What follows belongs to an exercise in optimizing a design on an open flow for small area and a short achievable clock period; a production flow would make more cautious choices.
Function was checked by simulation only, so behaviour that the tests miss may differ from the original.

==> design.v <==
module pxp_layer_engine (
    input  wire         clk,
    input  wire         rst,
    input  wire         cfg_we,
    input  wire [2:0]   cfg_sel,
    input  wire [39:0]  cfg_data,
    input  wire         in_valid,
    input  wire [159:0] in_pix,
    input  wire [3:0]   in_transp,
    input  wire [3:0]   in_err,
    output wire         out_valid,
    output wire [29:0]  out_pix,
    output wire         out_err
);
    localparam NL = 4;
    reg        l_en      [0:NL-1];
    reg        l_premult [0:NL-1];
    reg [1:0]  l_key     [0:NL-1];
    reg        l_invert  [0:NL-1];
    reg [1:0]  l_keylay  [0:NL-1];
    reg [9:0]  l_global  [0:NL-1];
    reg [9:0]  l_clip_lo [0:NL-1];
    reg [9:0]  l_clip_hi [0:NL-1];
    reg [29:0] bg;
    reg [2:0]  nlayers;
    integer i;
    always @(posedge clk) begin
        if (rst) begin
            for (i = 0; i < NL; i = i + 1)
                l_en[i] <= 1'b0;
            bg      <= {10'd64, 10'd512, 10'd512};
            nlayers <= 3'd0;
        end else if (cfg_we) begin
            if (cfg_sel < NL) begin
                l_en[cfg_sel[1:0]] <= cfg_data[39];
            end else if (cfg_sel == 3'd4) begin
                bg      <= cfg_data[29:0];
                nlayers <= (cfg_data[32:30] > NL) ? NL[2:0] : cfg_data[32:30];
            end
        end
    end
    always @(posedge clk) begin
        if (cfg_we && cfg_sel < NL) begin
            l_premult[cfg_sel[1:0]] <= cfg_data[38];
            l_key[cfg_sel[1:0]]     <= cfg_data[37:36];
            l_invert[cfg_sel[1:0]]  <= cfg_data[35];
            l_keylay[cfg_sel[1:0]]  <= cfg_data[33:32];
            l_global[cfg_sel[1:0]]  <= cfg_data[29:20];
            l_clip_lo[cfg_sel[1:0]] <= cfg_data[19:10];
            l_clip_hi[cfg_sel[1:0]] <= cfg_data[9:0];
        end
    end
    function [9:0] clamp10;
        input [10:0] v;
        begin
            if (v < 11'd4)         clamp10 = 10'd4;
            else if (v > 11'd1019) clamp10 = 10'd1019;
            else                   clamp10 = v[9:0];
        end
    endfunction
    function [10:0] divstep;       
        input [9:0] r;
        input       nb;
        input [9:0] d;
        reg   [11:0] t;
        begin
            t = {1'b0, r, nb} - {2'b0, d};
            if (t[11]) divstep = {1'b0, r[8:0], nb};
            else       divstep = {1'b1, t[9:0]};
        end
    endfunction
    function [10:0] radd10;
        input [9:0] x;
        input [9:0] y;
        input       cin;
        reg   [9:0] s;
        reg         c;
        integer     b;
        begin
            c = cin;
            for (b = 0; b < 10; b = b + 1) begin
                s[b] = x[b] ^ y[b] ^ c;
                c    = (x[b] & y[b]) | (x[b] & c) | (y[b] & c);
            end
            radd10 = {c, s};
        end
    endfunction
    reg         r0_v;
    reg [159:0] r0_pix;
    reg [3:0]   r0_tr;
    reg [3:0]   r0_er;
    always @(posedge clk) begin
        if (rst) r0_v <= 1'b0;
        else     r0_v <= in_valid;
        r0_pix <= in_pix;
        r0_tr  <= in_transp;
        r0_er  <= in_err;
    end
    reg [3:0]   act_c;
    reg [9:0]   ys_c  [0:NL-1];
    reg         ka_c  [0:NL-1];
    wire [9:0]  dd    [0:NL-1];    
    wire [9:0]  ddn   [0:NL-1];    
    integer ia;
    always @* begin
        for (ia = 0; ia < NL; ia = ia + 1)
            act_c[ia] = l_en[ia] && (ia < nlayers) && !r0_tr[ia];
    end
    task automatic fixkey;
        input        act;
        input [1:0]  key;
        input [9:0]  alpha;
        input        ka;
        input        le;
        input        ge;
        output       fix;
        output [9:0] kf;
        begin
            fix = 1'b1;
            if (!act)              kf = 10'd0;
            else if (key == 2'd0)  kf = 10'd1023;
            else if (key == 2'd1)  kf = alpha;
            else if (!ka || le)    kf = 10'd0;
            else if (ge)           kf = 10'd1023;
            else begin
                kf  = 10'd0;
                fix = 1'b0;
            end
        end
    endtask
    reg         r1_v, r2_v, r3_v;
    reg [119:0] r1_f, r2_f, r3_f;
    reg [3:0]   r1_act, r2_act, r3_act;
    reg [3:0]   r1_er, r2_er, r3_er;
    always @(posedge clk) begin
        if (rst) begin
            r1_v <= 1'b0; r2_v <= 1'b0; r3_v <= 1'b0;
        end else begin
            r1_v <= r0_v; r2_v <= r1_v; r3_v <= r2_v;
        end
        r1_f   <= {r0_pix[120 +: 30], r0_pix[80 +: 30], r0_pix[40 +: 30], r0_pix[0 +: 30]};
        r2_f   <= r1_f;
        r3_f   <= r2_f;
        r1_act <= act_c;  r2_act <= r1_act;  r3_act <= r2_act;
        r1_er  <= r0_er;  r2_er  <= r1_er;   r3_er  <= r2_er;
    end
    genvar g;
    generate
        for (g = 0; g < NL; g = g + 1) begin : key
            reg [9:0] dd_r;
            always @(posedge clk) dd_r <= l_clip_hi[g] - l_clip_lo[g];
            assign dd[g]  = dd_r;
            assign ddn[g] = ~dd_r;
            always @* begin
                if (l_key[g] == 2'd3) begin
                    ys_c[g] = r0_pix[40*l_keylay[g]+20 +: 10];
                    ka_c[g] = act_c[l_keylay[g]];
                end else begin
                    ys_c[g] = r0_pix[40*g+20 +: 10];
                    ka_c[g] = 1'b1;
                end
            end
            if (g < 2) begin : fast
                reg [9:0]  n, rr, kf, rr2, kk;
                reg [19:0] num;
                reg [10:0] st, st2, st3;
                reg        le, ge, fx;
                reg [3:0]  q1;
                reg [4:0]  q2;
                integer    j, j2;
                reg        s1_fix, s2_fix;
                reg [9:0]  s1_r, s2_r;
                reg [3:0]  s1_q;
                reg [8:0]  s2_q;
                reg [5:0]  s1_n;
                reg        s2_n;
                always @(posedge clk) begin
                    le  = ys_c[g] <= l_clip_lo[g];
                    ge  = ys_c[g] >= l_clip_hi[g];
                    n   = ys_c[g] - l_clip_lo[g];
                    num = {n, 10'd0} - {10'd0, n} + {11'd0, dd[g][9:1]};
                    rr  = num[19:10];
                    for (j = 9; j >= 6; j = j - 1) begin
                        st = divstep(rr, num[j], dd[g]);
                        q1[j-6] = st[10];
                        rr = st[9:0];
                    end
                    fixkey(act_c[g], l_key[g], r0_pix[40*g+30 +: 10], ka_c[g], le, ge, fx, kf);
                    s1_fix <= fx;
                    s1_r   <= fx ? kf : rr;
                    s1_q   <= q1;
                    s1_n   <= num[5:0];
                end
                always @(posedge clk) begin
                    rr2 = s1_r;
                    for (j2 = 5; j2 >= 1; j2 = j2 - 1) begin
                        st2 = divstep(rr2, s1_n[j2], dd[g]);
                        q2[j2-1] = st2[10];
                        rr2 = st2[9:0];
                    end
                    s2_fix <= s1_fix;
                    s2_r   <= s1_fix ? s1_r : rr2;
                    s2_q   <= {s1_q, q2};
                    s2_n   <= s1_n[0];
                end
                always @* begin
                    st3 = divstep(s2_r, s2_n, dd[g]);
                    kk  = s2_fix ? s2_r : {s2_q, st3[10]};
                    k3_c[g] = (l_invert[g] && r2_act[g]) ? ~kk : kk;
                end
            end else begin : slow
                reg [10:0] t, st, t2;
                reg [9:0]  n, kf;
                reg        le, ge, fx;
                wire [9:0] rn_a, r_b, rn_c, r_d, rn_e, rn_f, r_g, rn_h, rn_i, r_j;
                wire       q_a, q_b, q_c, q_d, q_e, q_f, q_g, q_h, q_i, q_j;
                reg [9:0]  nhi_c, nlo_c;
                always @* begin
                    t     = radd10(ys_c[g], ~l_clip_lo[g], 1'b1);
                    n     = t[9:0];
                    t     = radd10(~n, {1'b0, dd[g][9:1]}, 1'b1);
                    nlo_c = t[9:0];
                    st    = radd10(n, 10'h3FF, t[10]);
                    nhi_c = st[9:0];
                end
                pxp_rstep_p u9 (.r(nhi_c), .nb(nlo_c[9]),  .dn(ddn[g]), .q(q_a), .rnn(rn_a));
                pxp_rstep_n u8 (.rn_(rn_a), .nbn(~nlo_c[8]), .d(dd[g]),  .q(q_b), .rn(r_b));
                reg        s1_fix, s2_fix;
                reg [9:0]  s1_r, s2_r;
                reg [1:0]  s1_q;
                reg [4:0]  s2_q;
                reg [7:0]  s1_n;
                reg [4:0]  s2_n;
                always @(posedge clk) begin
                    t2 = radd10(ys_c[g], ~l_clip_lo[g], 1'b1);
                    le = ~t2[10] | (t2[9:0] == 10'd0);
                    t2 = radd10(ys_c[g], ~l_clip_hi[g], 1'b1);
                    ge = t2[10];
                    fixkey(act_c[g], l_key[g], r0_pix[40*g+30 +: 10], ka_c[g], le, ge, fx, kf);
                    s1_fix <= fx;
                    s1_r   <= fx ? kf : r_b;
                    s1_q   <= {q_a, q_b};
                    s1_n   <= nlo_c[7:0];
                end
                pxp_rstep_p u7 (.r(s1_r), .nb(s1_n[7]),   .dn(ddn[g]), .q(q_c), .rnn(rn_c));
                pxp_rstep_n u6 (.rn_(rn_c), .nbn(~s1_n[6]), .d(dd[g]),  .q(q_d), .rn(r_d));
                pxp_rstep_p u5 (.r(r_d),  .nb(s1_n[5]),   .dn(ddn[g]), .q(q_e), .rnn(rn_e));
                reg        s3_fix;
                reg [9:0]  s3_r;
                reg [7:0]  s3_q;
                reg [1:0]  s3_n;
                always @(posedge clk) begin
                    s2_fix <= s1_fix;
                    s2_r   <= s1_fix ? s1_r : ~rn_e;
                    s2_q   <= {s1_q, q_c, q_d, q_e};
                    s2_n   <= s1_n[4:0];
                end
                pxp_rstep_p u4 (.r(s2_r), .nb(s2_n[4]),   .dn(ddn[g]), .q(q_f), .rnn(rn_f));
                pxp_rstep_n u3 (.rn_(rn_f), .nbn(~s2_n[3]), .d(dd[g]),  .q(q_g), .rn(r_g));
                pxp_rstep_p u2 (.r(r_g),  .nb(s2_n[2]),   .dn(ddn[g]), .q(q_h), .rnn(rn_h));
                always @(posedge clk) begin
                    s3_fix <= s2_fix;
                    s3_r   <= s2_fix ? s2_r : ~rn_h;
                    s3_q   <= {s2_q, q_f, q_g, q_h};
                    s3_n   <= s2_n[1:0];
                end
                pxp_rstep_p u1 (.r(s3_r), .nb(s3_n[1]),   .dn(ddn[g]), .q(q_i), .rnn(rn_i));
                pxp_rstep_n u0 (.rn_(rn_i), .nbn(~s3_n[0]), .d(dd[g]),  .q(q_j), .rn(r_j));
                wire [9:0] kk = s3_fix ? s3_r : {s3_q, q_i, q_j};
                always @* k4_c[g] = (l_invert[g] && r3_act[g]) ? ~kk : kk;
            end
        end
    endgenerate
    reg  [9:0] k3_c [0:1];
    reg  [9:0] k4_c [2:3];
    wire [9:0] a0_c;
    pxp_alpha_unit u_a0 (.k(k3_c[0]), .g(l_global[0]), .y(a0_c));
    reg  [9:0] r3_a0, r3_k1;
    reg        r3_e;
    always @(posedge clk) begin
        r3_a0 <= a0_c;
        r3_k1 <= k3_c[1];
        r3_e  <= a0_c != 10'd0 && r2_er[0];
    end
    wire [29:0] bgc = {clamp10({1'b0, bg[29:20]}), clamp10({1'b0, bg[19:10]}),
                       clamp10({1'b0, bg[9:0]})};
    wire [29:0] b1, b2, b3, b4;
    wire [9:0]  a1_c, a2_c, a3_c;
    pxp_blend3 u_l0 (.pm(l_premult[0] & r3_act[0]), .a(r3_a0), .f(r3_f[29:0]), .b(bgc), .y(b1));
    pxp_alpha_unit u_a1 (.k(r3_k1), .g(l_global[1]), .y(a1_c));
    reg         r4_v, r4_e;
    reg [29:0]  r4_b;
    reg [89:0]  r4_f;
    reg [3:1]   r4_act;
    reg [3:2]   r4_er;
    reg [9:0]   r4_a1, r4_k2, r4_k3;
    always @(posedge clk) begin
        if (rst) r4_v <= 1'b0;
        else     r4_v <= r3_v;
        r4_b   <= b1;
        r4_f   <= r3_f[119:30];
        r4_act <= r3_act[3:1];
        r4_er  <= r3_er[3:2];
        r4_a1  <= a1_c;
        r4_e   <= r3_e | (a1_c != 10'd0 && r3_er[1]);
        r4_k2  <= k4_c[2];
        r4_k3  <= k4_c[3];
    end
    pxp_blend3 u_l1 (.pm(l_premult[1] & r4_act[1]), .a(r4_a1), .f(r4_f[29:0]), .b(r4_b), .y(b2));
    pxp_alpha_unit u_a2 (.k(r4_k2), .g(l_global[2]), .y(a2_c));
    reg         r5_v, r5_e;
    reg [29:0]  r5_b;
    reg [59:0]  r5_f;
    reg [3:2]   r5_act;
    reg         r5_er3;
    reg [9:0]   r5_a2, r5_k3;
    always @(posedge clk) begin
        if (rst) r5_v <= 1'b0;
        else     r5_v <= r4_v;
        r5_b   <= b2;
        r5_f   <= r4_f[89:30];
        r5_act <= r4_act[3:2];
        r5_er3 <= r4_er[3];
        r5_a2  <= a2_c;
        r5_e   <= r4_e | (a2_c != 10'd0 && r4_er[2]);
        r5_k3  <= r4_k3;
    end
    pxp_blend3 u_l2 (.pm(l_premult[2] & r5_act[2]), .a(r5_a2), .f(r5_f[29:0]), .b(r5_b), .y(b3));
    pxp_alpha_unit u_a3 (.k(r5_k3), .g(l_global[3]), .y(a3_c));
    reg         r6_v, r6_e, r6_act;
    reg [29:0]  r6_b, r6_f;
    reg [9:0]   r6_a3;
    always @(posedge clk) begin
        if (rst) r6_v <= 1'b0;
        else     r6_v <= r5_v;
        r6_b   <= b3;
        r6_f   <= r5_f[59:30];
        r6_act <= r5_act[3];
        r6_a3  <= a3_c;
        r6_e   <= r5_e | (a3_c != 10'd0 && r5_er3);
    end
    pxp_blend3 u_l3 (.pm(l_premult[3] & r6_act), .a(r6_a3), .f(r6_f), .b(r6_b), .y(b4));
    reg         r7_v, r7_e;
    reg [29:0]  r7_b;
    always @(posedge clk) begin
        if (rst) r7_v <= 1'b0;
        else     r7_v <= r6_v;
        r7_b <= b4;
        r7_e <= r6_e;
    end
    assign out_valid = r7_v;
    assign out_pix   = r7_b;
    assign out_err   = r7_e;
endmodule
module pxp_blend3 (
    input  wire        pm,
    input  wire [9:0]  a,
    input  wire [29:0] f,
    input  wire [29:0] b,
    output wire [29:0] y
);
    pxp_blend_unit u2 (.pm(pm), .a(a), .f(f[29:20]), .b(b[29:20]), .y(y[29:20]));
    pxp_blend_unit u1 (.pm(pm), .a(a), .f(f[19:10]), .b(b[19:10]), .y(y[19:10]));
    pxp_blend_unit u0 (.pm(pm), .a(a), .f(f[9:0]),   .b(b[9:0]),   .y(y[9:0]));
endmodule
module pxp_blend_unit (input wire pm, input wire [9:0] a, input wire [9:0] f,
                       input wire [9:0] b, output wire [9:0] y);
    wire [9:0] fm  = pm ? 10'd0 : f;        
    wire [9:0] fpn = ~(pm ? f : 10'd0);     
    wire [9:0] mn0;
    pxp_mux2i_10 m0 (.s(a[0]), .a1(fm), .a0(b), .y(mn0));
    wire [9:0] mn1;
    pxp_mux2i_10 m1 (.s(a[1]), .a1(fm), .a0(b), .y(mn1));
    wire [9:0] mn2;
    pxp_mux2i_10 m2 (.s(a[2]), .a1(fm), .a0(b), .y(mn2));
    wire [9:0] mn3;
    pxp_mux2i_10 m3 (.s(a[3]), .a1(fm), .a0(b), .y(mn3));
    wire [9:0] mn4;
    pxp_mux2i_10 m4 (.s(a[4]), .a1(fm), .a0(b), .y(mn4));
    wire [9:0] mn5;
    pxp_mux2i_10 m5 (.s(a[5]), .a1(fm), .a0(b), .y(mn5));
    wire [9:0] mn6;
    pxp_mux2i_10 m6 (.s(a[6]), .a1(fm), .a0(b), .y(mn6));
    wire [9:0] mn7;
    pxp_mux2i_10 m7 (.s(a[7]), .a1(fm), .a0(b), .y(mn7));
    wire [9:0] mn8;
    pxp_mux2i_10 m8 (.s(a[8]), .a1(fm), .a0(b), .y(mn8));
    wire [9:0] mn9;
    pxp_mux2i_10 m9 (.s(a[9]), .a1(fm), .a0(b), .y(mn9));
    wire s1, c1;
    pxp_hac ha1 (.a(mn0[8]), .b(mn1[7]), .s(s1), .co(c1));
    wire s2, c2;
    pxp_fa fa2 (.a(mn0[9]), .b(mn1[8]), .ci(mn2[7]), .s(s2), .co(c2));
    wire s3, c3;
    pxp_hac ha3 (.a(mn1[9]), .b(mn2[8]), .s(s3), .co(c3));
    wire s4, c4;
    pxp_hac ha4 (.a(mn0[5]), .b(mn1[4]), .s(s4), .co(c4));
    wire s5, c5;
    pxp_fa fa5 (.a(mn0[6]), .b(mn1[5]), .ci(mn2[4]), .s(s5), .co(c5));
    wire s6, c6;
    pxp_hac ha6 (.a(mn3[3]), .b(mn4[2]), .s(s6), .co(c6));
    wire s7, c7;
    pxp_fa fa7 (.a(mn0[7]), .b(mn1[6]), .ci(mn2[5]), .s(s7), .co(c7));
    wire s8, c8;
    pxp_fa fa8 (.a(mn3[4]), .b(mn4[3]), .ci(mn5[2]), .s(s8), .co(c8));
    wire s9, c9;
    pxp_hac ha9 (.a(mn6[1]), .b(mn7[0]), .s(s9), .co(c9));
    wire s10, c10;
    pxp_fa fa10 (.a(mn2[6]), .b(mn3[5]), .ci(mn4[4]), .s(s10), .co(c10));
    wire s11, c11;
    pxp_fa fa11 (.a(mn5[3]), .b(mn6[2]), .ci(mn7[1]), .s(s11), .co(c11));
    wire s12, c12;
    pxp_ha ha12 (.a(mn8[0]), .b(s1), .s(s12), .co(c12));
    wire s13, c13;
    pxp_fa fa13 (.a(mn3[6]), .b(mn4[5]), .ci(mn5[4]), .s(s13), .co(c13));
    wire s14, c14;
    pxp_fa fa14 (.a(mn6[3]), .b(mn7[2]), .ci(mn8[1]), .s(s14), .co(c14));
    wire s15, c15;
    pxp_fa fa15 (.a(mn9[0]), .b(c1), .ci(s2), .s(s15), .co(c15));
    wire s16, c16;
    pxp_fa fa16 (.a(mn3[7]), .b(mn4[6]), .ci(mn5[5]), .s(s16), .co(c16));
    wire s17, c17;
    pxp_fa fa17 (.a(mn6[4]), .b(mn7[3]), .ci(mn8[2]), .s(s17), .co(c17));
    wire s18, c18;
    pxp_fa fa18 (.a(mn9[1]), .b(c2), .ci(s3), .s(s18), .co(c18));
    wire s19, c19;
    pxp_fa fa19 (.a(mn2[9]), .b(mn3[8]), .ci(mn4[7]), .s(s19), .co(c19));
    wire s20, c20;
    pxp_fa fa20 (.a(mn5[6]), .b(mn6[5]), .ci(mn7[4]), .s(s20), .co(c20));
    wire s21, c21;
    pxp_fa fa21 (.a(mn8[3]), .b(mn9[2]), .ci(c3), .s(s21), .co(c21));
    wire s22, c22;
    pxp_fa fa22 (.a(mn3[9]), .b(mn4[8]), .ci(mn5[7]), .s(s22), .co(c22));
    wire s23, c23;
    pxp_fa fa23 (.a(mn6[6]), .b(mn7[5]), .ci(mn8[4]), .s(s23), .co(c23));
    wire s24, c24;
    pxp_fa fa24 (.a(mn4[9]), .b(mn5[8]), .ci(mn6[7]), .s(s24), .co(c24));
    wire s25, c25;
    pxp_hac ha25 (.a(mn0[3]), .b(mn1[2]), .s(s25), .co(c25));
    wire s26, c26;
    pxp_fa fa26 (.a(mn0[4]), .b(mn1[3]), .ci(mn2[2]), .s(s26), .co(c26));
    wire s27, c27;
    pxp_hac ha27 (.a(mn3[1]), .b(mn4[0]), .s(s27), .co(c27));
    wire s28, c28;
    pxp_fa fa28 (.a(mn2[3]), .b(mn3[2]), .ci(mn4[1]), .s(s28), .co(c28));
    wire s29, c29;
    pxp_ha ha29 (.a(mn5[0]), .b(s4), .s(s29), .co(c29));
    wire s30, c30;
    pxp_ha ha30 (.a(mn5[1]), .b(mn6[0]), .s(s30), .co(c30));
    wire s31, c31;
    pxp_fa fa31 (.a(c4), .b(s5), .ci(s6), .s(s31), .co(c31));
    wire s32, c32;
    pxp_ha ha32 (.a(c5), .b(c6), .s(s32), .co(c32));
    wire s33, c33;
    pxp_fa fa33 (.a(s7), .b(s8), .ci(s9), .s(s33), .co(c33));
    wire s34, c34;
    pxp_fa fa34 (.a(c7), .b(c8), .ci(c9), .s(s34), .co(c34));
    wire s35, c35;
    pxp_fa fa35 (.a(s10), .b(s11), .ci(s12), .s(s35), .co(c35));
    wire s36, c36;
    pxp_fa fa36 (.a(c10), .b(c11), .ci(c12), .s(s36), .co(c36));
    wire s37, c37;
    pxp_fa fa37 (.a(s13), .b(s14), .ci(s15), .s(s37), .co(c37));
    wire s38, c38;
    pxp_fa fa38 (.a(c13), .b(c14), .ci(c15), .s(s38), .co(c38));
    wire s39, c39;
    pxp_fa fa39 (.a(s16), .b(s17), .ci(s18), .s(s39), .co(c39));
    wire s40, c40;
    pxp_fa fa40 (.a(c16), .b(c17), .ci(c18), .s(s40), .co(c40));
    wire s41, c41;
    pxp_fa fa41 (.a(s19), .b(s20), .ci(s21), .s(s41), .co(c41));
    wire s42, c42;
    pxp_fa fa42 (.a(mn9[3]), .b(c19), .ci(c20), .s(s42), .co(c42));
    wire s43, c43;
    pxp_fa fa43 (.a(c21), .b(s22), .ci(s23), .s(s43), .co(c43));
    wire s44, c44;
    pxp_fa fa44 (.a(mn7[6]), .b(mn8[5]), .ci(mn9[4]), .s(s44), .co(c44));
    wire s45, c45;
    pxp_fa fa45 (.a(c22), .b(c23), .ci(s24), .s(s45), .co(c45));
    wire s46, c46;
    pxp_fa fa46 (.a(mn5[9]), .b(mn6[8]), .ci(mn7[7]), .s(s46), .co(c46));
    wire s47, c47;
    pxp_fa fa47 (.a(mn8[6]), .b(mn9[5]), .ci(c24), .s(s47), .co(c47));
    wire s48, c48;
    pxp_fa fa48 (.a(mn6[9]), .b(mn7[8]), .ci(mn8[7]), .s(s48), .co(c48));
    wire s49, c49;
    pxp_hac ha49 (.a(mn0[2]), .b(mn1[1]), .s(s49), .co(c49));
    wire s50, c50;
    pxp_ha ha50 (.a(mn2[1]), .b(mn3[0]), .s(s50), .co(c50));
    wire s51, c51;
    pxp_ha ha51 (.a(c25), .b(s26), .s(s51), .co(c51));
    wire s52, c52;
    pxp_fa fa52 (.a(c26), .b(c27), .ci(s28), .s(s52), .co(c52));
    wire s53, c53;
    pxp_fa fa53 (.a(c28), .b(c29), .ci(s30), .s(s53), .co(c53));
    wire s54, c54;
    pxp_fa fa54 (.a(c30), .b(c31), .ci(s32), .s(s54), .co(c54));
    wire s55, c55;
    pxp_fa fa55 (.a(c32), .b(c33), .ci(s34), .s(s55), .co(c55));
    wire s56, c56;
    pxp_fa fa56 (.a(c34), .b(c35), .ci(s36), .s(s56), .co(c56));
    wire s57, c57;
    pxp_fa fa57 (.a(c36), .b(c37), .ci(s38), .s(s57), .co(c57));
    wire s58, c58;
    pxp_fa fa58 (.a(c38), .b(c39), .ci(s40), .s(s58), .co(c58));
    wire s59, c59;
    pxp_fa fa59 (.a(c40), .b(c41), .ci(s42), .s(s59), .co(c59));
    wire s60, c60;
    pxp_fa fa60 (.a(c42), .b(c43), .ci(s44), .s(s60), .co(c60));
    wire s61, c61;
    pxp_fa fa61 (.a(c44), .b(c45), .ci(s46), .s(s61), .co(c61));
    wire s62, c62;
    pxp_fa fa62 (.a(mn9[6]), .b(c46), .ci(c47), .s(s62), .co(c62));
    wire s63, c63;
    pxp_fa fa63 (.a(mn7[9]), .b(mn8[8]), .ci(mn9[7]), .s(s63), .co(c63));
    wire s64, c64;
    pxp_hac ha64 (.a(mn0[1]), .b(mn1[0]), .s(s64), .co(c64));
    wire s65, c65;
    pxp_ha ha65 (.a(mn2[0]), .b(s49), .s(s65), .co(c65));
    wire s66, c66;
    pxp_fa fa66 (.a(s25), .b(c49), .ci(s50), .s(s66), .co(c66));
    wire s67, c67;
    pxp_fa fa67 (.a(s27), .b(c50), .ci(s51), .s(s67), .co(c67));
    wire s68, c68;
    pxp_fa fa68 (.a(s29), .b(c51), .ci(s52), .s(s68), .co(c68));
    wire s69, c69;
    pxp_fa fa69 (.a(s31), .b(c52), .ci(s53), .s(s69), .co(c69));
    wire s70, c70;
    pxp_fa fa70 (.a(s33), .b(c53), .ci(s54), .s(s70), .co(c70));
    wire s71, c71;
    pxp_fa fa71 (.a(s35), .b(c54), .ci(s55), .s(s71), .co(c71));
    wire s72, c72;
    pxp_fa fa72 (.a(s37), .b(c55), .ci(s56), .s(s72), .co(c72));
    wire s73, c73;
    pxp_fa fa73 (.a(s39), .b(c56), .ci(s57), .s(s73), .co(c73));
    wire s74, c74;
    pxp_fa fa74 (.a(s41), .b(c57), .ci(s58), .s(s74), .co(c74));
    wire s75, c75;
    pxp_fa fa75 (.a(s43), .b(c58), .ci(s59), .s(s75), .co(c75));
    wire s76, c76;
    pxp_fa fa76 (.a(s45), .b(c59), .ci(s60), .s(s76), .co(c76));
    wire s77, c77;
    pxp_fa fa77 (.a(s47), .b(c60), .ci(s61), .s(s77), .co(c77));
    wire s78, c78;
    pxp_fa fa78 (.a(s48), .b(c61), .ci(s62), .s(s78), .co(c78));
    wire s79, c79;
    pxp_fa fa79 (.a(c48), .b(c62), .ci(s63), .s(s79), .co(c79));
    wire s80, c80;
    pxp_fa fa80 (.a(mn8[9]), .b(mn9[8]), .ci(c63), .s(s80), .co(c80));
    wire w81 = ~mn0[0];
    wire s82, c82;
    pxp_ha ha82 (.a(s64), .b(mn0[0]), .s(s82), .co(c82));
    wire s83, c83;
    pxp_fa fa83 (.a(c64), .b(s65), .ci(c82), .s(s83), .co(c83));
    wire s84, c84;
    pxp_fa fa84 (.a(c65), .b(s66), .ci(c83), .s(s84), .co(c84));
    wire s85, c85;
    pxp_fa fa85 (.a(c66), .b(s67), .ci(c84), .s(s85), .co(c85));
    wire s86, c86;
    pxp_fa fa86 (.a(c67), .b(s68), .ci(c85), .s(s86), .co(c86));
    wire s87, c87;
    pxp_fa fa87 (.a(c68), .b(s69), .ci(c86), .s(s87), .co(c87));
    wire s88, c88;
    pxp_fa fa88 (.a(c69), .b(s70), .ci(c87), .s(s88), .co(c88));
    wire s89, c89;
    pxp_fa fa89 (.a(c70), .b(s71), .ci(c88), .s(s89), .co(c89));
    wire s90, c90;
    pxp_fa fa90 (.a(c71), .b(s72), .ci(c89), .s(s90), .co(c90));
    wire s91, c91;
    pxp_fa fa91 (.a(c72), .b(s73), .ci(c90), .s(s91), .co(c91));
    wire s92, c92;
    pxp_fa fa92 (.a(c73), .b(s74), .ci(c91), .s(s92), .co(c92));
    wire s93, c93;
    pxp_fa fa93 (.a(c74), .b(s75), .ci(c92), .s(s93), .co(c93));
    wire s94, c94;
    pxp_fa fa94 (.a(c75), .b(s76), .ci(c93), .s(s94), .co(c94));
    wire s95, c95;
    pxp_fa fa95 (.a(c76), .b(s77), .ci(c94), .s(s95), .co(c95));
    wire s96, c96;
    pxp_fa fa96 (.a(c77), .b(s78), .ci(c95), .s(s96), .co(c96));
    wire s97, c97;
    pxp_fa fa97 (.a(c78), .b(s79), .ci(c96), .s(s97), .co(c97));
    wire s98, c98;
    pxp_fa fa98 (.a(c79), .b(s80), .ci(c97), .s(s98), .co(c98));
    wire s99, c99;
    pxp_fa fa99 (.a(mn9[9]), .b(c80), .ci(c98), .s(s99), .co(c99));
    wire s100, c100;
    pxp_ha ha100 (.a(w81), .b(s91), .s(s100), .co(c100));
    wire s101, c101;
    pxp_fa fa101 (.a(s82), .b(s92), .ci(c100), .s(s101), .co(c101));
    wire s102, c102;
    pxp_fa fa102 (.a(s83), .b(s93), .ci(c101), .s(s102), .co(c102));
    wire s103, c103;
    pxp_fa fa103 (.a(s84), .b(s94), .ci(c102), .s(s103), .co(c103));
    wire s104, c104;
    pxp_fa fa104 (.a(s85), .b(s95), .ci(c103), .s(s104), .co(c104));
    wire s105, c105;
    pxp_fa fa105 (.a(s86), .b(s96), .ci(c104), .s(s105), .co(c105));
    wire s106, c106;
    pxp_fa fa106 (.a(s87), .b(s97), .ci(c105), .s(s106), .co(c106));
    wire s107, c107;
    pxp_fa fa107 (.a(s88), .b(s98), .ci(c106), .s(s107), .co(c107));
    wire s108, c108;
    pxp_fa fa108 (.a(s89), .b(s99), .ci(c107), .s(s108), .co(c108));
    wire s109, c109;
    pxp_fa fa109 (.a(s90), .b(c99), .ci(c108), .s(s109), .co(c109));
    wire s110, c110;
    pxp_fa fa110 (.a(s91), .b(fpn[0]), .ci(c109), .s(s110), .co(c110));
    wire s111, c111;
    pxp_fa fa111 (.a(s92), .b(fpn[1]), .ci(c110), .s(s111), .co(c111));
    wire s112, c112;
    pxp_fa fa112 (.a(s93), .b(fpn[2]), .ci(c111), .s(s112), .co(c112));
    wire s113, c113;
    pxp_fa fa113 (.a(s94), .b(fpn[3]), .ci(c112), .s(s113), .co(c113));
    wire s114, c114;
    pxp_fa fa114 (.a(s95), .b(fpn[4]), .ci(c113), .s(s114), .co(c114));
    wire s115, c115;
    pxp_fa fa115 (.a(s96), .b(fpn[5]), .ci(c114), .s(s115), .co(c115));
    wire s116, c116;
    pxp_fa fa116 (.a(s97), .b(fpn[6]), .ci(c115), .s(s116), .co(c116));
    wire s117, c117;
    pxp_fa fa117 (.a(s98), .b(fpn[7]), .ci(c116), .s(s117), .co(c117));
    wire s118, c118;
    pxp_fa fa118 (.a(s99), .b(fpn[8]), .ci(c117), .s(s118), .co(c118));
    wire s119, c119;
    pxp_fa fa119 (.a(c99), .b(fpn[9]), .ci(c118), .s(s119), .co(c119));
    wire [10:0] s = ~{c119, s119, s118, s117, s116, s115, s114, s113, s112, s111, s110};
    assign y = (s < 11'd4) ? 10'd4 : (s > 11'd1019) ? 10'd1019 : s[9:0];
endmodule
module pxp_alpha_unit (input wire [9:0] k, input wire [9:0] g, output wire [9:0] y);
    wire [9:0] mn0;
    pxp_nand2_10 m0 (.a({10{k[0]}}), .b(g), .y(mn0));
    wire [9:0] mn1;
    pxp_nand2_10 m1 (.a({10{k[1]}}), .b(g), .y(mn1));
    wire [9:0] mn2;
    pxp_nand2_10 m2 (.a({10{k[2]}}), .b(g), .y(mn2));
    wire [9:0] mn3;
    pxp_nand2_10 m3 (.a({10{k[3]}}), .b(g), .y(mn3));
    wire [9:0] mn4;
    pxp_nand2_10 m4 (.a({10{k[4]}}), .b(g), .y(mn4));
    wire [9:0] mn5;
    pxp_nand2_10 m5 (.a({10{k[5]}}), .b(g), .y(mn5));
    wire [9:0] mn6;
    pxp_nand2_10 m6 (.a({10{k[6]}}), .b(g), .y(mn6));
    wire [9:0] mn7;
    pxp_nand2_10 m7 (.a({10{k[7]}}), .b(g), .y(mn7));
    wire [9:0] mn8;
    pxp_nand2_10 m8 (.a({10{k[8]}}), .b(g), .y(mn8));
    wire [9:0] mn9;
    pxp_nand2_10 m9 (.a({10{k[9]}}), .b(g), .y(mn9));
    wire s1, c1;
    pxp_hac ha1 (.a(mn0[8]), .b(mn1[7]), .s(s1), .co(c1));
    wire s2, c2;
    pxp_fa fa2 (.a(mn0[9]), .b(mn1[8]), .ci(mn2[7]), .s(s2), .co(c2));
    wire s3, c3;
    pxp_hac ha3 (.a(mn1[9]), .b(mn2[8]), .s(s3), .co(c3));
    wire s4, c4;
    pxp_hac ha4 (.a(mn0[5]), .b(mn1[4]), .s(s4), .co(c4));
    wire s5, c5;
    pxp_fa fa5 (.a(mn0[6]), .b(mn1[5]), .ci(mn2[4]), .s(s5), .co(c5));
    wire s6, c6;
    pxp_hac ha6 (.a(mn3[3]), .b(mn4[2]), .s(s6), .co(c6));
    wire s7, c7;
    pxp_fa fa7 (.a(mn0[7]), .b(mn1[6]), .ci(mn2[5]), .s(s7), .co(c7));
    wire s8, c8;
    pxp_fa fa8 (.a(mn3[4]), .b(mn4[3]), .ci(mn5[2]), .s(s8), .co(c8));
    wire s9, c9;
    pxp_hac ha9 (.a(mn6[1]), .b(mn7[0]), .s(s9), .co(c9));
    wire s10, c10;
    pxp_fa fa10 (.a(mn2[6]), .b(mn3[5]), .ci(mn4[4]), .s(s10), .co(c10));
    wire s11, c11;
    pxp_fa fa11 (.a(mn5[3]), .b(mn6[2]), .ci(mn7[1]), .s(s11), .co(c11));
    wire s12, c12;
    pxp_ha ha12 (.a(mn8[0]), .b(s1), .s(s12), .co(c12));
    wire s13, c13;
    pxp_fa fa13 (.a(mn3[6]), .b(mn4[5]), .ci(mn5[4]), .s(s13), .co(c13));
    wire s14, c14;
    pxp_fa fa14 (.a(mn6[3]), .b(mn7[2]), .ci(mn8[1]), .s(s14), .co(c14));
    wire s15, c15;
    pxp_fa fa15 (.a(mn9[0]), .b(c1), .ci(s2), .s(s15), .co(c15));
    wire s16, c16;
    pxp_fa fa16 (.a(mn3[7]), .b(mn4[6]), .ci(mn5[5]), .s(s16), .co(c16));
    wire s17, c17;
    pxp_fa fa17 (.a(mn6[4]), .b(mn7[3]), .ci(mn8[2]), .s(s17), .co(c17));
    wire s18, c18;
    pxp_fa fa18 (.a(mn9[1]), .b(c2), .ci(s3), .s(s18), .co(c18));
    wire s19, c19;
    pxp_fa fa19 (.a(mn2[9]), .b(mn3[8]), .ci(mn4[7]), .s(s19), .co(c19));
    wire s20, c20;
    pxp_fa fa20 (.a(mn5[6]), .b(mn6[5]), .ci(mn7[4]), .s(s20), .co(c20));
    wire s21, c21;
    pxp_fa fa21 (.a(mn8[3]), .b(mn9[2]), .ci(c3), .s(s21), .co(c21));
    wire s22, c22;
    pxp_fa fa22 (.a(mn3[9]), .b(mn4[8]), .ci(mn5[7]), .s(s22), .co(c22));
    wire s23, c23;
    pxp_fa fa23 (.a(mn6[6]), .b(mn7[5]), .ci(mn8[4]), .s(s23), .co(c23));
    wire s24, c24;
    pxp_fa fa24 (.a(mn4[9]), .b(mn5[8]), .ci(mn6[7]), .s(s24), .co(c24));
    wire s25, c25;
    pxp_hac ha25 (.a(mn0[3]), .b(mn1[2]), .s(s25), .co(c25));
    wire s26, c26;
    pxp_fa fa26 (.a(mn0[4]), .b(mn1[3]), .ci(mn2[2]), .s(s26), .co(c26));
    wire s27, c27;
    pxp_hac ha27 (.a(mn3[1]), .b(mn4[0]), .s(s27), .co(c27));
    wire s28, c28;
    pxp_fa fa28 (.a(mn2[3]), .b(mn3[2]), .ci(mn4[1]), .s(s28), .co(c28));
    wire s29, c29;
    pxp_ha ha29 (.a(mn5[0]), .b(s4), .s(s29), .co(c29));
    wire s30, c30;
    pxp_ha ha30 (.a(mn5[1]), .b(mn6[0]), .s(s30), .co(c30));
    wire s31, c31;
    pxp_fa fa31 (.a(c4), .b(s5), .ci(s6), .s(s31), .co(c31));
    wire s32, c32;
    pxp_ha ha32 (.a(c5), .b(c6), .s(s32), .co(c32));
    wire s33, c33;
    pxp_fa fa33 (.a(s7), .b(s8), .ci(s9), .s(s33), .co(c33));
    wire s34, c34;
    pxp_fa fa34 (.a(c7), .b(c8), .ci(c9), .s(s34), .co(c34));
    wire s35, c35;
    pxp_fa fa35 (.a(s10), .b(s11), .ci(s12), .s(s35), .co(c35));
    wire s36, c36;
    pxp_fa fa36 (.a(c10), .b(c11), .ci(c12), .s(s36), .co(c36));
    wire s37, c37;
    pxp_fa fa37 (.a(s13), .b(s14), .ci(s15), .s(s37), .co(c37));
    wire s38, c38;
    pxp_fa fa38 (.a(c13), .b(c14), .ci(c15), .s(s38), .co(c38));
    wire s39, c39;
    pxp_fa fa39 (.a(s16), .b(s17), .ci(s18), .s(s39), .co(c39));
    wire s40, c40;
    pxp_fa fa40 (.a(c16), .b(c17), .ci(c18), .s(s40), .co(c40));
    wire s41, c41;
    pxp_fa fa41 (.a(s19), .b(s20), .ci(s21), .s(s41), .co(c41));
    wire s42, c42;
    pxp_fa fa42 (.a(mn9[3]), .b(c19), .ci(c20), .s(s42), .co(c42));
    wire s43, c43;
    pxp_fa fa43 (.a(c21), .b(s22), .ci(s23), .s(s43), .co(c43));
    wire s44, c44;
    pxp_fa fa44 (.a(mn7[6]), .b(mn8[5]), .ci(mn9[4]), .s(s44), .co(c44));
    wire s45, c45;
    pxp_fa fa45 (.a(c22), .b(c23), .ci(s24), .s(s45), .co(c45));
    wire s46, c46;
    pxp_fa fa46 (.a(mn5[9]), .b(mn6[8]), .ci(mn7[7]), .s(s46), .co(c46));
    wire s47, c47;
    pxp_fa fa47 (.a(mn8[6]), .b(mn9[5]), .ci(c24), .s(s47), .co(c47));
    wire s48, c48;
    pxp_fa fa48 (.a(mn6[9]), .b(mn7[8]), .ci(mn8[7]), .s(s48), .co(c48));
    wire s49, c49;
    pxp_hac ha49 (.a(mn0[2]), .b(mn1[1]), .s(s49), .co(c49));
    wire s50, c50;
    pxp_ha ha50 (.a(mn2[1]), .b(mn3[0]), .s(s50), .co(c50));
    wire s51, c51;
    pxp_ha ha51 (.a(c25), .b(s26), .s(s51), .co(c51));
    wire s52, c52;
    pxp_fa fa52 (.a(c26), .b(c27), .ci(s28), .s(s52), .co(c52));
    wire s53, c53;
    pxp_fa fa53 (.a(c28), .b(c29), .ci(s30), .s(s53), .co(c53));
    wire s54, c54;
    pxp_fa fa54 (.a(c30), .b(c31), .ci(s32), .s(s54), .co(c54));
    wire s55, c55;
    pxp_fa fa55 (.a(c32), .b(c33), .ci(s34), .s(s55), .co(c55));
    wire s56, c56;
    pxp_fa fa56 (.a(c34), .b(c35), .ci(s36), .s(s56), .co(c56));
    wire s57, c57;
    pxp_fa fa57 (.a(c36), .b(c37), .ci(s38), .s(s57), .co(c57));
    wire s58, c58;
    pxp_fa fa58 (.a(c38), .b(c39), .ci(s40), .s(s58), .co(c58));
    wire s59, c59;
    pxp_fa fa59 (.a(c40), .b(c41), .ci(s42), .s(s59), .co(c59));
    wire s60, c60;
    pxp_fa fa60 (.a(c42), .b(c43), .ci(s44), .s(s60), .co(c60));
    wire s61, c61;
    pxp_fa fa61 (.a(c44), .b(c45), .ci(s46), .s(s61), .co(c61));
    wire s62, c62;
    pxp_fa fa62 (.a(mn9[6]), .b(c46), .ci(c47), .s(s62), .co(c62));
    wire s63, c63;
    pxp_fa fa63 (.a(mn7[9]), .b(mn8[8]), .ci(mn9[7]), .s(s63), .co(c63));
    wire s64, c64;
    pxp_hac ha64 (.a(mn0[1]), .b(mn1[0]), .s(s64), .co(c64));
    wire s65, c65;
    pxp_ha ha65 (.a(mn2[0]), .b(s49), .s(s65), .co(c65));
    wire s66, c66;
    pxp_fa fa66 (.a(s25), .b(c49), .ci(s50), .s(s66), .co(c66));
    wire s67, c67;
    pxp_fa fa67 (.a(s27), .b(c50), .ci(s51), .s(s67), .co(c67));
    wire s68, c68;
    pxp_fa fa68 (.a(s29), .b(c51), .ci(s52), .s(s68), .co(c68));
    wire s69, c69;
    pxp_fa fa69 (.a(s31), .b(c52), .ci(s53), .s(s69), .co(c69));
    wire s70, c70;
    pxp_fa fa70 (.a(s33), .b(c53), .ci(s54), .s(s70), .co(c70));
    wire s71, c71;
    pxp_fa fa71 (.a(s35), .b(c54), .ci(s55), .s(s71), .co(c71));
    wire s72, c72;
    pxp_fa fa72 (.a(s37), .b(c55), .ci(s56), .s(s72), .co(c72));
    wire s73, c73;
    pxp_fa fa73 (.a(s39), .b(c56), .ci(s57), .s(s73), .co(c73));
    wire s74, c74;
    pxp_fa fa74 (.a(s41), .b(c57), .ci(s58), .s(s74), .co(c74));
    wire s75, c75;
    pxp_fa fa75 (.a(s43), .b(c58), .ci(s59), .s(s75), .co(c75));
    wire s76, c76;
    pxp_fa fa76 (.a(s45), .b(c59), .ci(s60), .s(s76), .co(c76));
    wire s77, c77;
    pxp_fa fa77 (.a(s47), .b(c60), .ci(s61), .s(s77), .co(c77));
    wire s78, c78;
    pxp_fa fa78 (.a(s48), .b(c61), .ci(s62), .s(s78), .co(c78));
    wire s79, c79;
    pxp_fa fa79 (.a(c48), .b(c62), .ci(s63), .s(s79), .co(c79));
    wire s80, c80;
    pxp_fa fa80 (.a(mn8[9]), .b(mn9[8]), .ci(c63), .s(s80), .co(c80));
    wire w81 = ~mn0[0];
    wire s82, c82;
    pxp_ha ha82 (.a(s64), .b(mn0[0]), .s(s82), .co(c82));
    wire s83, c83;
    pxp_fa fa83 (.a(c64), .b(s65), .ci(c82), .s(s83), .co(c83));
    wire s84, c84;
    pxp_fa fa84 (.a(c65), .b(s66), .ci(c83), .s(s84), .co(c84));
    wire s85, c85;
    pxp_fa fa85 (.a(c66), .b(s67), .ci(c84), .s(s85), .co(c85));
    wire s86, c86;
    pxp_fa fa86 (.a(c67), .b(s68), .ci(c85), .s(s86), .co(c86));
    wire s87, c87;
    pxp_fa fa87 (.a(c68), .b(s69), .ci(c86), .s(s87), .co(c87));
    wire s88, c88;
    pxp_fa fa88 (.a(c69), .b(s70), .ci(c87), .s(s88), .co(c88));
    wire s89, c89;
    pxp_fa fa89 (.a(c70), .b(s71), .ci(c88), .s(s89), .co(c89));
    wire s90, c90;
    pxp_fa fa90 (.a(c71), .b(s72), .ci(c89), .s(s90), .co(c90));
    wire s91, c91;
    pxp_fa fa91 (.a(c72), .b(s73), .ci(c90), .s(s91), .co(c91));
    wire s92, c92;
    pxp_fa fa92 (.a(c73), .b(s74), .ci(c91), .s(s92), .co(c92));
    wire s93, c93;
    pxp_fa fa93 (.a(c74), .b(s75), .ci(c92), .s(s93), .co(c93));
    wire s94, c94;
    pxp_fa fa94 (.a(c75), .b(s76), .ci(c93), .s(s94), .co(c94));
    wire s95, c95;
    pxp_fa fa95 (.a(c76), .b(s77), .ci(c94), .s(s95), .co(c95));
    wire s96, c96;
    pxp_fa fa96 (.a(c77), .b(s78), .ci(c95), .s(s96), .co(c96));
    wire s97, c97;
    pxp_fa fa97 (.a(c78), .b(s79), .ci(c96), .s(s97), .co(c97));
    wire s98, c98;
    pxp_fa fa98 (.a(c79), .b(s80), .ci(c97), .s(s98), .co(c98));
    wire s99, c99;
    pxp_fa fa99 (.a(mn9[9]), .b(c80), .ci(c98), .s(s99), .co(c99));
    wire s100, c100;
    pxp_ha ha100 (.a(w81), .b(s91), .s(s100), .co(c100));
    wire s101, c101;
    pxp_fa fa101 (.a(s82), .b(s92), .ci(c100), .s(s101), .co(c101));
    wire s102, c102;
    pxp_fa fa102 (.a(s83), .b(s93), .ci(c101), .s(s102), .co(c102));
    wire s103, c103;
    pxp_fa fa103 (.a(s84), .b(s94), .ci(c102), .s(s103), .co(c103));
    wire s104, c104;
    pxp_fa fa104 (.a(s85), .b(s95), .ci(c103), .s(s104), .co(c104));
    wire s105, c105;
    pxp_fa fa105 (.a(s86), .b(s96), .ci(c104), .s(s105), .co(c105));
    wire s106, c106;
    pxp_fa fa106 (.a(s87), .b(s97), .ci(c105), .s(s106), .co(c106));
    wire s107, c107;
    pxp_fa fa107 (.a(s88), .b(s98), .ci(c106), .s(s107), .co(c107));
    wire s108, c108;
    pxp_fa fa108 (.a(s89), .b(s99), .ci(c107), .s(s108), .co(c108));
    wire s109, c109;
    pxp_fa fa109 (.a(s90), .b(c99), .ci(c108), .s(s109), .co(c109));
    wire s110, c110;
    pxp_hac ha110 (.a(s91), .b(c109), .s(s110), .co(c110));
    wire s111, c111;
    pxp_hac ha111 (.a(s92), .b(c110), .s(s111), .co(c111));
    wire s112, c112;
    pxp_hac ha112 (.a(s93), .b(c111), .s(s112), .co(c112));
    wire s113, c113;
    pxp_hac ha113 (.a(s94), .b(c112), .s(s113), .co(c113));
    wire s114, c114;
    pxp_hac ha114 (.a(s95), .b(c113), .s(s114), .co(c114));
    wire s115, c115;
    pxp_hac ha115 (.a(s96), .b(c114), .s(s115), .co(c115));
    wire s116, c116;
    pxp_hac ha116 (.a(s97), .b(c115), .s(s116), .co(c116));
    wire s117, c117;
    pxp_hac ha117 (.a(s98), .b(c116), .s(s117), .co(c117));
    wire s118, c118;
    pxp_hac ha118 (.a(s99), .b(c117), .s(s118), .co(c118));
    wire s119, c119;
    pxp_hac ha119 (.a(c99), .b(c118), .s(s119), .co(c119));
    assign y = ~{s119, s118, s117, s116, s115, s114, s113, s112, s111, s110};
endmodule
module pxp_rstep_p (input wire [9:0] r, input wire nb, input wire [9:0] dn,
                    output wire q, output wire [9:0] rnn);
    wire s1, c1;
    pxp_hac ha1 (.a(nb), .b(dn[0]), .s(s1), .co(c1));
    wire s2, c2;
    pxp_fa fa2 (.a(r[0]), .b(dn[1]), .ci(c1), .s(s2), .co(c2));
    wire s3, c3;
    pxp_fa fa3 (.a(r[1]), .b(dn[2]), .ci(c2), .s(s3), .co(c3));
    wire s4, c4;
    pxp_fa fa4 (.a(r[2]), .b(dn[3]), .ci(c3), .s(s4), .co(c4));
    wire s5, c5;
    pxp_fa fa5 (.a(r[3]), .b(dn[4]), .ci(c4), .s(s5), .co(c5));
    wire s6, c6;
    pxp_fa fa6 (.a(r[4]), .b(dn[5]), .ci(c5), .s(s6), .co(c6));
    wire s7, c7;
    pxp_fa fa7 (.a(r[5]), .b(dn[6]), .ci(c6), .s(s7), .co(c7));
    wire s8, c8;
    pxp_fa fa8 (.a(r[6]), .b(dn[7]), .ci(c7), .s(s8), .co(c8));
    wire s9, c9;
    pxp_fa fa9 (.a(r[7]), .b(dn[8]), .ci(c8), .s(s9), .co(c9));
    wire s10, c10;
    pxp_fa fa10 (.a(r[8]), .b(dn[9]), .ci(c9), .s(s10), .co(c10));
    wire s11, c11;
    pxp_hac ha11 (.a(r[9]), .b(c10), .s(s11), .co(c11));
    assign q = c11;
    pxp_mux2i_10 m (.s(q), .a1({s10, s9, s8, s7, s6, s5, s4, s3, s2, s1}), .a0({r[8:0], nb}), .y(rnn));
endmodule
module pxp_rstep_n (input wire [9:0] rn_, input wire nbn, input wire [9:0] d,
                    output wire q, output wire [9:0] rn);
    wire s1, c1;
    pxp_ha ha1 (.a(nbn), .b(d[0]), .s(s1), .co(c1));
    wire s2, c2;
    pxp_fa fa2 (.a(rn_[0]), .b(d[1]), .ci(c1), .s(s2), .co(c2));
    wire s3, c3;
    pxp_fa fa3 (.a(rn_[1]), .b(d[2]), .ci(c2), .s(s3), .co(c3));
    wire s4, c4;
    pxp_fa fa4 (.a(rn_[2]), .b(d[3]), .ci(c3), .s(s4), .co(c4));
    wire s5, c5;
    pxp_fa fa5 (.a(rn_[3]), .b(d[4]), .ci(c4), .s(s5), .co(c5));
    wire s6, c6;
    pxp_fa fa6 (.a(rn_[4]), .b(d[5]), .ci(c5), .s(s6), .co(c6));
    wire s7, c7;
    pxp_fa fa7 (.a(rn_[5]), .b(d[6]), .ci(c6), .s(s7), .co(c7));
    wire s8, c8;
    pxp_fa fa8 (.a(rn_[6]), .b(d[7]), .ci(c7), .s(s8), .co(c8));
    wire s9, c9;
    pxp_fa fa9 (.a(rn_[7]), .b(d[8]), .ci(c8), .s(s9), .co(c9));
    wire s10, c10;
    pxp_fa fa10 (.a(rn_[8]), .b(d[9]), .ci(c9), .s(s10), .co(c10));
    wire s11, c11;
    pxp_ha ha11 (.a(rn_[9]), .b(c10), .s(s11), .co(c11));
    assign q = ~c11;
    pxp_mux2i_10 m (.s(q), .a1({s10, s9, s8, s7, s6, s5, s4, s3, s2, s1}), .a0({rn_[8:0], nbn}), .y(rn));
endmodule
module pxp_fa (input wire a, input wire b, input wire ci, output wire s, output wire co);
    assign s  = a ^ b ^ ci;
    assign co = (a & b) | (a & ci) | (b & ci);
endmodule
module pxp_ha (input wire a, input wire b, output wire s, output wire co);
    assign s  = a ^ b;
    assign co = a & b;
endmodule
module pxp_hac (input wire a, input wire b, output wire s, output wire co);
    pxp_xnor2 x (.a(a), .b(b), .y(s));
    pxp_or2   o (.a(a), .b(b), .y(co));
endmodule
module pxp_xnor2 (input wire a, input wire b, output wire y);
    assign y = ~(a ^ b);
endmodule
module pxp_or2 (input wire a, input wire b, output wire y);
    assign y = a | b;
endmodule
module pxp_mux2i_10 (input wire s, input wire [9:0] a1, input wire [9:0] a0, output wire [9:0] y);
    genvar i;
    generate for (i = 0; i < 10; i = i + 1) begin : lane
        pxp_mux2i u (.s(s), .a1(a1[i]), .a0(a0[i]), .y(y[i]));
    end endgenerate
endmodule
module pxp_nand2_10 (input wire [9:0] a, input wire [9:0] b, output wire [9:0] y);
    genvar i;
    generate for (i = 0; i < 10; i = i + 1) begin : lane
        pxp_nand2 u (.a(a[i]), .b(b[i]), .y(y[i]));
    end endgenerate
endmodule
module pxp_mux2i (input wire s, input wire a1, input wire a0, output wire y);
    assign y = ~(s ? a1 : a0);
endmodule
module pxp_nand2 (input wire a, input wire b, output wire y);
    assign y = ~(a & b);
endmodule
==> flow/run.sh <==
#!/bin/bash
# The standard layout (the standard.sh, unchanged synthesis and steps),
# with one change: the port buffers that global placement inserts are
# sky130_fd_sc_hd__buf_2 instead of the default pick (a slow delay buffer),
# so paths from the inputs and to the outputs are shorter.
set -euo pipefail
bash standard.sh "BUFFER_PORTS_ARGS=-buffer_cell sky130_fd_sc_hd__buf_2" finish 2>&1 | tee standard.log
==> standard.sh <==
#!/bin/bash
# synth_recipe.tcl (not shown) runs the flow's synth.tcl, then flattens the netlist and writes it again
# the make line also repeats each setting of config.mk as NAME=value (left out here)
make -C /OpenROAD-flow-scripts/flow DESIGN_CONFIG=/design/flow/config.mk WORK_HOME=/design/flow/orfs CLKGATE_MAP_FILE= SYNTH_SCRIPT=/design/flow/synth_recipe.tcl "${@:-finish}"
==> config.mk <==
export PLATFORM = sky130hd
export DESIGN_NAME = pxp_layer_engine
export DESIGN_NICKNAME = pxp_layer_engine
export VERILOG_FILES = /design/flow/design.v
export SDC_FILE = /design/flow/constraint.sdc
export NUM_CORES = 4
export LEC_CHECK = 0
export CAP_MARGIN = 20
export CORE_MARGIN = 2
export CORE_UTILIZATION = 60
export CTS_BUF_LIST = sky130_fd_sc_hd__clkbuf_16
export CTS_CLUSTER_DIAMETER = 120
export CTS_CLUSTER_SIZE = 30
export SLEW_MARGIN = 20
export SYNTH_HIERARCHICAL = 1
==> constraint.sdc <==
create_clock -name core_clock -period 90.0 [get_ports {clk}]
set_input_delay 18.0000 -clock core_clock [delete_from_list [all_inputs] [get_ports {clk}]]
set_output_delay 18.0000 -clock core_clock [all_outputs]
set_load 0.01 [all_outputs]
==> flow_summary.yaml <==
sta:
  rsz0062_at_grt: "no"
  setup_tns_ns: 0
  setup_viol: 0
  whs_ns: 0.321
  timing.final.ws_setup_ns: 70.78
  fmax_mhz: 52.0
  worst_slew_pin_slew_ns: 1.14
  finalHoldViolCount: 0
  finalClockSkew_ns: 0.0540
  maxSlewHeadroom_pct: 23.6
  fin_crit_sh_pct: 21.4
  min_period_ns: 19.22
  drv_slew: 0
placement:
  hpwl_um: 211000
  place_area_um2: 112000
  gp_congestion: 0.917
  post-place-cells: 11500
  pre_cts_ws_ns: 70.20
  port-buffer-count: 245
finish:
  finish.utilization_pct: 63.9
  finalNonFillerCells: 11600
  n_fill_cell: 14300
  drive_gt1_share_pct: 7.09
  area_delta_synth_final_pct: 5.92
  postLayoutCellArea_um2: 114000
  fin_nets: 11700
clock_tree:
  clk_latency_ns: 0.79
  post_cts_resize_count: 0
  h-tree-depth: 2
  clk_pin_slew_worst_paths_ns: 0.11
  cts_root_buffer: "clkbuf_16"
  cts_tree: "yes"
  clock_path_buffers: 3
  postCtsSetupRepairBufs: 0
  clock_sinks: 1384
  ctsHoldBuffers: 0
  cts_inserted_buffers: 58
worst_setup_path:
  endpoint_kind: "output port"
  arrival_ns: 1.22
  slowest_delay_ns: 0.35
  worstPathBufferInverterCount: 1
  timing.rr.start: "l_keylay[1][1]"
  cp_top_family: "flip-flops"
  r2r-end: "key[1].fast.s1_r[0]"
  path_cells: "buf_2"
  cp-start-kind: "flip-flop"
  slowest_stage: "dfxtp_1"
  regToRegSetupSlack_ns: 72.64
  crit_path_max_fanout: 1
  ff2ff_path_depth: 69
  timing_worst_setup_path_type: "flip-flop to output port"
  critical_path_required_ns: 72.00
global_route:
  grt_pass1_vias: 73600
  gr-usage-all-layers_pct: 30.5
  overflow: 0
  grt_pass1_wl_um: 426000
  antenna_found_initial: 20
  grt_max_degree: 61
synthesis:
  synthCells: 8926
  synth_nets: 11400
  syn-cell-area_um2: 107000
  syn_area_per_cell_um2: 12.0
  synth_warnings: 15
run_status:
  status: "timing/DRC/antenna clean"
floorplan:
  row_count: 155
  dieArea_um2: 183000
  die_h_um: 427
  core_region_area_um2: 178000
  start_util_pct: 60.3
  die_x_um: 427
  num_io_pins: 247
routing:
  drtAntennaViolNets: 0
  routedWlPerCell_um: 23.6
  drc: 0
  drt-initial-drc-count: 4787
  route.vias.total: 68200
  postRouteWirelength_um: 274000
  viasPerCell: 5.88
  drt_first_pass_iters: 6
min_path:
  min_path_cells: 0
  hold_start: "r2_f[70]"
  hp-class: "flip-flop to flip-flop"
  min_to: "r3_f[70]"
job:
  drv_cap: 0
==> how the worst max path moves through the flow <==
stage                  endpoint  depth (start not counted)  slack, ns       start
CTS                 out_pix[23]                          1      70.70    r7_b[23]
finish              out_pix[23]                          1      70.78    r7_b[23]
floorplan               l_en[2]                          3      68.36  cfg_sel[2]
detailed placement      l_en[1]                          5      70.20      cfg_we
global route        out_pix[21]                          1      70.71    r7_b[21]
global placement        l_en[1]                          5      70.25      cfg_we
==> layer usage <==
layer / vias up / track usage, % / wire (um) / part of all wire (%)
met5: - / 0 / 108 / 0.039
met4: 16 / 10.5 / 9690 / 3.5
met3: 454 / 4.60 / 16500 / 6.0
met2: 2140 / 50.2 / 132000 / 48
met1: 35000 / 41.3 / 116000 / 42
li1: 30600 / - / - / -
==> cell usage in the layout (no fill, tap or decap), types with 207 or more instances in the layout <==
cell type  count
inv_1        421
buf_2        245
nand2_1      906
ha_1         473
nor2b_1      207
dfxtp_1     1196
o21ai_0      235
xnor2_1      310
fa_1        1800
mux2i_1     1475
==> flip-flops by register name, summed over array words and instances (netlist names), 16 cells and up <==
name,flops
bg,30
key.dd_r,40
key.fast.s1_r,20
key.fast.s2_q,18
key.fast.s2_r,20
key.slow.s1_n,16
key.slow.s1_r,20
key.slow.s2_r,20
key.slow.s3_q,16
key.slow.s3_r,20
l_clip_hi,40
l_clip_lo,40
l_global,40
r0_pix,160
r1_f,120
r2_f,120
r3_f,120
r4_b,30
r4_f,90
r5_b,30
r5_f,60
r6_b,30
r6_f,30
r7_b,30
==> area by class of cell <==
cell class	count	area, um2	area share [%]
clock inverters	31	320	0.281
diodes	17	42.5	0.0374
repair buffers	365	2150	1.89
flip-flops and latches	1384	29200	25.7
well taps	2355	2950	2.59
clock buffers	59	1480	1.30
inverters	415	1560	1.37
multi-input cells	6975	76100	66.9

-- afterwards: timing with drivers on the ports --
Ports are ideal in the flow. The routed layout listed here was re-timed in OpenROAD.
Step 1: set_driving_cell puts a clkbuf_16 on clk and a buf_2 on each other input, an assumption about the parent block.
Step 2 adds t to the input delays and takes it off the output delays; t is the mean of the earliest and latest rising clock arrival at the registers after step 1. Input paths then give back, and output paths get back, about the clock's delay inside the block.
Slacks: ideal ports / drivers / drivers and shift; pairs: ideal ports / drivers.
t (ns): 0.851
slack for setup (ns): 70.784 / 70.692 / 70.261
worst setup path after step 2: input to register
clock arrival spread, ns: 0.062 / 0.061
After both steps this run still meets setup and hold. The setup slack of this run moves by -0.092 ns with the drivers and by -0.523 ns with both steps.
